Background: an optimization exercise with open tools, aiming at small area. Do not read the settings as production practice. Function was checked by simulation only, so behaviour that the tests miss may differ from the original. Power and IR drop assume default switching activity.

// fb_port
module fb_port (
    input  wire        clk,
    input  wire        rst,               
    input  wire [35:0] time_now,          
    input  wire [3:0]  fb_in,             
    input  wire [1:0]  cfg_mode,          
    input  wire [7:0]  cfg_filt_n,
    input  wire [3:0]  cfg_pol,
    input  wire        cfg_dir,
    input  wire [7:0]  cfg_err_limit,
    input  wire [15:0] cfg_err_decay,     
    input  wire        cfg_alarm_en,
    input  wire [1:0]  cfg_z_mode,
    input  wire [2:0]  cfg_z_gate,
    input  wire [35:0] cfg_index_period,
    input  wire [15:0] cfg_index_tol,
    input  wire [15:0] cfg_hall_ill_t,    
    input  wire        z_arm,
    input  wire        fault_reset,
    input  wire [1:0]  latch_clr,
    output reg  [35:0] pos,
    output reg  [35:0] edge_time,
    output wire [3:0]  lines,
    output wire [7:0]  hall_sector,
    output reg  [7:0]  err_level,
    output reg  [35:0] err_count,
    output reg  [1:0]  latch,
    output reg  [35:0] index_pos,
    output reg  [35:0] index_time,
    output reg  [35:0] index_count,
    output wire [13:0] status
);
Size in the first run: roughly 1,800 cells after synthesis, about 450 flip-flops, ~20,000 µm² of cells after synthesis.
Settings: LEC_CHECK=0, CAP_MARGIN=20, CORE_MARGIN=2, CORE_UTILIZATION=40, SLEW_MARGIN=20; clock period 12.0 ns.
standard.sh (not shown) runs the stock make flow with config.mk's settings and CLKGATE_MAP_FILE= SYNTH_SCRIPT=/design/flow/synth_recipe.tcl, a recipe that flattens the netlist after the stock synthesis.
==> flow/flow/run.sh <==
#!/bin/bash
# The standard layout (standard.sh) with three changes:
#  - synthesis maps logic with an area-oriented ABC script (flow/synth.tcl),
#  - the ports get the smallest buffer (buf_1),
#  - the clock tree uses clkbuf_4 in clusters of at most 9 sinks, without
#    dummy loads.
set -euo pipefail
export BUFFER_PORTS_ARGS="-buffer_cell sky130_fd_sc_hd__buf_1"
export CTS_ARGS="-sink_clustering_enable -repair_clock_nets -dont_use_dummy_load -buf_list sky130_fd_sc_hd__clkbuf_4 -sink_clustering_size 9 -sink_clustering_max_diameter 50"
bash standard.sh SYNTH_SCRIPT="$PWD/flow/synth.tcl" finish > standard.log 2>&1
==> flow/flow/abc_area.script <==
strash
balance
rewrite
refactor
balance
rewrite -z
refactor -z
rewrite -z
balance
&get -n
&st
&dch -f
&nf -R 1000
&put
==> flow/flow/synth.tcl <==
# The standard flow's synthesis (synth_recipe.tcl in the work folder, sourced unchanged)
# with one change: ABC maps the logic with the area-oriented script
# abc_area.script beside this file instead of ORFS's speed script.
set ::area_abc_script [file join [file dirname [file normalize [info script]]] abc_area.script]
proc abc {args} {
  set i [lsearch -exact $args -script]
  if {$i >= 0} { lset args [expr {$i + 1}] $::area_abc_script }
  yosys abc {*}$args
}
source [file join [file dirname [file dirname [file normalize [info script]]]] synth_recipe.tcl]
==> next run, changes <==
--- a/flow/design.v
+++ b/flow/design.v
@@ -119,31 +119,40 @@
         endcase
     end
     wire [3:0] h_dd  = {1'b0, hsec} - {1'b0, hs};
     wire       h_fwd = (h_dd == 4'd1) || (h_dd == 4'b1011);
     wire       h_bwd = (h_dd == 4'b1111) || (h_dd == 4'd5);
     wire h_mode   = !mode_entry && (cfg_mode == 2'd2);
     wire h_change = h_mode && (chg[2:0] != 3'd0);
     wire h_take   = h_change && hlegal;
     wire h_step   = h_take && !h_none && (h_fwd || h_bwd);
     wire h_neg    = h_bwd;
     wire h_err    = h_take && !h_none && !h_fwd && !h_bwd && (h_dd != 4'd0);
-    reg  [35:0] cnt;
+    reg  [15:0] hill_n;
+    wire [16:0] hill_ic;
+    wire [15:0] hill_inc;
     wire [16:0] hill_gc;
-    assign hill_gc[0] = 1'b1;
+    assign hill_ic[0] = us_tick;
+    assign hill_gc[0] = 1'b0;
     generate for (gi = 0; gi < 16; gi = gi + 1) begin : g_hill
-        assign hill_gc[gi+1] = (cnt[gi] & ~cfg_hall_ill_t[gi]) |
-                               ((cnt[gi] | ~cfg_hall_ill_t[gi]) & hill_gc[gi]);
+        assign hill_inc[gi]  = hill_n[gi] ^ hill_ic[gi];
+        assign hill_ic[gi+1] = ~hill_n[gi] & hill_ic[gi];
+        assign hill_gc[gi+1] = (hill_n[gi] & cfg_hall_ill_t[gi]) |
+                               ((hill_n[gi] | cfg_hall_ill_t[gi]) & hill_gc[gi]);
     end endgenerate
     wire h_ill_run  = h_mode && !hlegal && !h_change && !hall_invalid;
-    wire h_ill_done = h_ill_run && us_tick && hill_gc[16];
+    wire h_ill_done = h_ill_run && us_tick && !hill_gc[16];
+    always @(posedge clk) begin
+        if (rst || !h_ill_run) hill_n <= 16'hFFFE;
+        else                   hill_n <= hill_inc;
+    end
     always @(posedge clk) begin
         if (rst || mode_entry) hs <= 3'd7;
         else if (h_take)       hs <= hsec;
         else if (h_ill_done)   hs <= 3'd6;
     end
     assign hall_sector = {{5{h_none}}, hs[2:1], hs[0] | h_none};
     wire        step     = q_step || h_step;
     wire        step_neg = (q_step ? q_neg : h_neg) ^ cfg_dir;
     wire        err      = q_err || h_err;
     wire [35:0] pos_nx;
     wire [36:0] pos_t;
@@ -238,43 +247,41 @@
         end
     end
     wire fault = fs_level | fs_alarm;
     reg z_armed, index_seen, idx_ref_valid;
     wire z_gate_ok = cfg_z_gate[2] || ({filt_nx[0], filt_nx[1]} == cfg_z_gate[1:0]);
     wire z_qual    = q_mode && chg[2] && filt_nx[2] && z_gate_ok;
     wire z_act     = z_qual && ((cfg_z_mode == 2'd1) || (cfg_z_mode == 2'd2 && z_armed));
     wire dir_change = step && (step_neg != dir_neg);
     wire ref_ok     = idx_ref_valid && !err && !dir_change;
     reg        z_act_q;
     reg        chk_pend;
-    wire m_hall  = (cfg_mode == 2'd2);
-    wire cnt_clr = m_hall ? (rst || !h_ill_run) : z_act_q;
-    wire cnt_ci  = cnt_clr ? (m_hall || step) : (m_hall ? us_tick : step);
-    wire ns_lo   = !cnt_clr && (&cnt[17:0]);
+    reg [35:0] nsteps;      
+    wire ns_lo = !z_act_q && (&nsteps[17:0]);
     wire [35:0] ns_nx;
     wire [36:0] ns_c;
-    assign ns_c[0] = cnt_ci;
+    assign ns_c[0] = step;
     generate for (gi = 0; gi < 36; gi = gi + 1) begin : g_ns
-        wire a = cnt[gi] & !cnt_clr;
-        wire c = (gi == 18) ? (cnt_ci & ns_lo) : ns_c[gi];
+        wire a = nsteps[gi] & !z_act_q;
+        wire c = (gi == 18) ? (step & ns_lo) : ns_c[gi];
         assign ns_nx[gi]  = a ^ c;
         assign ns_c[gi+1] = a & c;
     end endgenerate
     always @(posedge clk) begin
         z_act_q <= z_act;
-        cnt     <= ns_nx;
+        nsteps  <= ns_nx;
         if (rst) chk_pend <= 1'b0;
         else     chk_pend <= z_act && (cfg_z_mode == 2'd1) && (cfg_index_period != 36'd0) && ref_ok;
     end
-    wire        d_neg = cnt[35];
-    wire [34:0] d_a   = cnt[34:0] ^ {35{d_neg}};
+    wire        d_neg = nsteps[35];
+    wire [34:0] d_a   = nsteps[34:0] ^ {35{d_neg}};
     wire [15:0] al    = d_a[15:0];
     wire [19:0] ah    = {1'b0, d_a[34:16]};
     wire [15:0] pl    = cfg_index_period[15:0];
     wire [19:0] ph    = cfg_index_period[35:16];
     wire [15:0] tl    = cfg_index_tol;
     wire [16:0] lc, k0, k1;
     wire [15:0] dl;
     assign lc[0] = 1'b1;
     assign k0[0] = d_neg;
     assign k1[0] = d_neg;
     generate for (gi = 0; gi < 16; gi = gi + 1) begin : g_lo
Result: Power is higher slightly. Combinational power is lower by about a fifth. Register-to-register slack is worse by 0.15 ns. Maximum frequency goes down slightly. Final area grows by a few percent. Non-clock buffer count is higher by 3. Utilization rises by 0.80 points. Setup slack gets worse by 0.15 ns. First-iteration DRC count came out lower by roughly a tenth. Synthesized cell count rises slightly. Hold slack degrades by 0.010 ns. Wire length is higher slightly. Clock skew fell by 0.0070 ns. Via count rose slightly.

re-timing with driven ports:
The results above use ideal ports. As a check the final layouts listed here were re-extracted and re-timed, cells and wires unchanged.
Step 1 sets driving cells, clkbuf_16 on the clock port and buf_2 on the other inputs (assumed; they add their load-dependent delay and slew).
Step 2 adds t to the input delays and takes it off the output delays; t is the mean of the earliest and latest rising clock arrival at the registers after step 1. Input paths then give back, and output paths get back, about the clock's delay inside the block.
Three values: ideal, step 1, step 2; two values: the first two.
| run | t (ns) | slack for setup (ns) | slew at the worst register clock pin (ns) | worst data-port slew with drivers (ns) | pins driven straight from the clock port |
|---|---|---|---|---|---|
| the first run | 0.823 | 0.842 / 0.874 / 0.051 | 0.11 / 0.11 | 0.09 | 1 |
| the second run | 0.827 | 0.688 / 0.712 / -0.115 | 0.11 / 0.11 | 0.13 | 1 |
With both steps, setup timing fails in the second run, where it was met with ideal ports. The setup slack of the second run, which loses most, moves by +0.024 ns with the drivers and by -0.803 ns with both steps.
